Context: an optimization exercise on an open-source flow, tuned for small area. The choices shown serve that exercise and are no tape-out recipe.
The RTL was checked by simulation tests, not by an equivalence proof against the original design.

==> flow/design.v (excerpt) <==
module heddle_pixel (
    input  wire        clk,
    input  wire        rst,
    input  wire        in_valid,
    input  wire [15:0] in_x,
    input  wire [15:0] in_dark,
    input  wire [15:0] in_gain,
    input  wire [15:0] in_shade,
    input  wire [15:0] in_pg,
    input  wire [6:0]  in_lin,
    input  wire        in_rchk,
    input  wire [1:0]  in_range,
    input  wire [15:0] cfg_dig_hi,
    input  wire [15:0] cfg_dig_lo,
    input  wire [2:0]  cfg_format,
    input  wire [3:0]  cfg_rshift,
    input  wire [15:0] cfg_out_ofs,
    input  wire        cfg_range_force,
    output wire [17:0] lin_rd_addr,
    input  wire [15:0] lin_rd_p0,
    input  wire [15:0] lin_rd_p1,
    output reg         out_valid,
    output reg  [23:0] out_y3,
    output reg  [31:0] out_code,
    output reg  [1:0]  out_range,
    output reg         out_clip_gain,
    output reg         out_clip_pack
);
==> flow/config.mk <==
export PLATFORM = sky130hd
export DESIGN_NAME = heddle_pixel
export DESIGN_NICKNAME = heddle_pixel
export VERILOG_FILES = /design/flow/design.v
export SDC_FILE = /design/flow/constraint.sdc
export NUM_CORES = 4
export LEC_CHECK = 0
export ABC_AREA = 1
export CAP_MARGIN = 20
export CORE_MARGIN = 2
export CORE_UTILIZATION = 40
export SLEW_MARGIN = 20
export SYNTH_HIERARCHICAL = 1
export SYNTH_MINIMUM_KEEP_SIZE = 0
==> flow/constraint.sdc <==
create_clock -name core_clock -period 13.0 [get_ports {clk}]
set_input_delay 2.6000 -clock core_clock [delete_from_list [all_inputs] [get_ports {clk}]]
set_output_delay 2.6000 -clock core_clock [all_outputs]
set_load 0.01 [all_outputs]
standard.sh (not shown) runs the stock make flow with config.mk's settings and CLKGATE_MAP_FILE= SYNTH_SCRIPT=/design/flow/synth_recipe.tcl, a recipe that flattens the netlist after the stock synthesis.
==> flow/flow/run.sh <==
#!/bin/bash
# The standard layout (the standard.sh, standard synthesis unchanged),
# with the port buffers that placement inserts made from buf_1 cells.
set -euo pipefail
bash standard.sh "BUFFER_PORTS_ARGS=-buffer_cell sky130_fd_sc_hd__buf_1" finish > standard.log 2>&1
The baseline passed the timing, DRC and antenna checks.
Edit:
CORE_UTILIZATION = 60   (was 40)
What happened: Synthesized cell count stays the same. Critical path depth does not change. Global-route usage grows by 12 points. Clock-buffer cell count rose by 1. Sequential share of layout area goes up by 0.16 points.

* * *

## the reference run
Another version of the RTL of heddle_pixel (not shown whole).
Size: ~3900 cells after synthesis, ~190 flip-flops, roughly 260 I/O pins.
==> flow/design.v (excerpt) <==
module heddle_pixel (
    input  wire        clk,
    input  wire        rst,
    input  wire        in_valid,
    input  wire [15:0] in_x,
    input  wire [15:0] in_dark,
    input  wire [15:0] in_gain,
    input  wire [15:0] in_shade,
    input  wire [15:0] in_pg,
    input  wire [6:0]  in_lin,
    input  wire        in_rchk,
    input  wire [1:0]  in_range,
    input  wire [15:0] cfg_dig_hi,
    input  wire [15:0] cfg_dig_lo,
    input  wire [2:0]  cfg_format,
    input  wire [3:0]  cfg_rshift,
    input  wire [15:0] cfg_out_ofs,
    input  wire        cfg_range_force,
    output wire [17:0] lin_rd_addr,
    input  wire [15:0] lin_rd_p0,
    input  wire [15:0] lin_rd_p1,
    output reg         out_valid,
    output reg  [23:0] out_y3,
    output reg  [31:0] out_code,
    output reg  [1:0]  out_range,
    output reg         out_clip_gain,
    output reg         out_clip_pack
);
    wire a0 = ~(in_x[0] ^ ~in_dark[0]);
    wire a1 = in_x[0] | ~in_dark[0];
    wire a2;
    wire a3;
    hp_fa u_a2 (.a(in_x[1]), .b(~in_dark[1]), .c(a1), .s(a2), .co(a3));
    wire a4;
    wire a5;
    hp_fa u_a4 (.a(in_x[2]), .b(~in_dark[2]), .c(a3), .s(a4), .co(a5));
    wire a6;
    wire a7;
    hp_fa u_a6 (.a(in_x[3]), .b(~in_dark[3]), .c(a5), .s(a6), .co(a7));
    wire a8;
    wire a9;
    hp_fa u_a8 (.a(in_x[4]), .b(~in_dark[4]), .c(a7), .s(a8), .co(a9));
    wire a10;
    wire a11;
    hp_fa u_a10 (.a(in_x[5]), .b(~in_dark[5]), .c(a9), .s(a10), .co(a11));
    wire a12;
    wire a13;
    hp_fa u_a12 (.a(in_x[6]), .b(~in_dark[6]), .c(a11), .s(a12), .co(a13));
    wire a14;
    wire a15;
    hp_fa u_a14 (.a(in_x[7]), .b(~in_dark[7]), .c(a13), .s(a14), .co(a15));
    wire a16;
    wire a17;
    hp_fa u_a16 (.a(in_x[8]), .b(~in_dark[8]), .c(a15), .s(a16), .co(a17));
    wire a18;
    wire a19;
    hp_fa u_a18 (.a(in_x[9]), .b(~in_dark[9]), .c(a17), .s(a18), .co(a19));
    wire a20;
    wire a21;
    hp_fa u_a20 (.a(in_x[10]), .b(~in_dark[10]), .c(a19), .s(a20), .co(a21));
    wire a22;
    wire a23;
    hp_fa u_a22 (.a(in_x[11]), .b(~in_dark[11]), .c(a21), .s(a22), .co(a23));
    wire a24;
    wire a25;
    hp_fa u_a24 (.a(in_x[12]), .b(~in_dark[12]), .c(a23), .s(a24), .co(a25));
    wire a26;
    wire a27;
  ...
clock: 13.0 ns
lec_check: 0
abc_area: 1
cap_margin: 20
core_margin: 2
core_utilization: 40
slew_margin: 20
synth_hierarchical: 1
synth_minimum_keep_size: 0
run.sh (not shown) runs the stock make flow with config.mk's settings and CLKGATE_MAP_FILE= SYNTH_SCRIPT=/design/flow/synth_recipe.tcl, a recipe that flattens the netlist after the stock synthesis.
Stock flow here: none of the scripts above is used.
Modified inputs, the trial run compared to the reference run
==> flow/flow/run.sh (new file) <==
#!/bin/bash
# The standard layout (the standard.sh, standard synthesis unchanged),
# with the port buffers that placement inserts made from buf_1 cells.
set -euo pipefail
bash standard.sh "BUFFER_PORTS_ARGS=-buffer_cell sky130_fd_sc_hd__buf_1" finish > standard.log 2>&1
==> flow/standard.sh (new file) <==
#!/bin/bash
# synth_recipe.tcl (not shown) runs the flow's synth.tcl, then flattens the netlist and writes it again
# the make line also repeats each setting of config.mk as NAME=value (left out here)
make -C /OpenROAD-flow-scripts/flow DESIGN_CONFIG=/design/flow/config.mk WORK_HOME=/design/flow/orfs CLKGATE_MAP_FILE= SYNTH_SCRIPT=/design/flow/synth_recipe.tcl "${@:-finish}"
removed: flow/run.sh
--- outcome ---
- Critical path depth: the reference run vs the trial run identical
- For number of vias per cell after detailed routing, the trial run and the reference run come out practically identical.
- The reference run → the trial run: worst hold margin moved up, fmax rose by 1.4%.
- Count of multi-input combinational gates essentially unchanged between the reference run and the trial run.
- Changes observed in the trial run relative to the reference run: count of placed standard cells in the final layout, fillers left out saw little to no change.

[what the ideal ports hide]
The flow's constraints put no driver on any port. The routed layouts listed below were extracted and timed again, unchanged, in two steps.
Step 1 sets driving cells, clkbuf_16 on the clock port and buf_2 on the other inputs (assumed; they add their load-dependent delay and slew).
Step 2 also shifts input and output timing later by t, the mid clock arrival at the registers, as if the neighbouring blocks saw the same clock.
Slacks: no drivers / after step 1 / after step 2; pairs: no drivers / after step 1.
run | t, ns | setup WS [ns] | worst setup path after step 2 | worst data-port slew with drivers (ns)
the first run of note 1 | 0.566 | 0.613 / 0.593 / 0.593 | input to output | 0.06
the second run of note 1 | 0.575 | 0.687 / 0.660 / 0.660 | input to output | 0.07
the reference run | 0.564 | 0.439 / 0.417 / 0.417 | input to output | 0.06
the trial run | 0.577 | 0.616 / 0.592 / 0.592 | input to output | 0.07
After both steps every run listed still meets setup and hold. For the second run of note 1, which loses most, drivers alone change the setup slack by -0.027 ns; drivers and shift together by -0.027 ns.
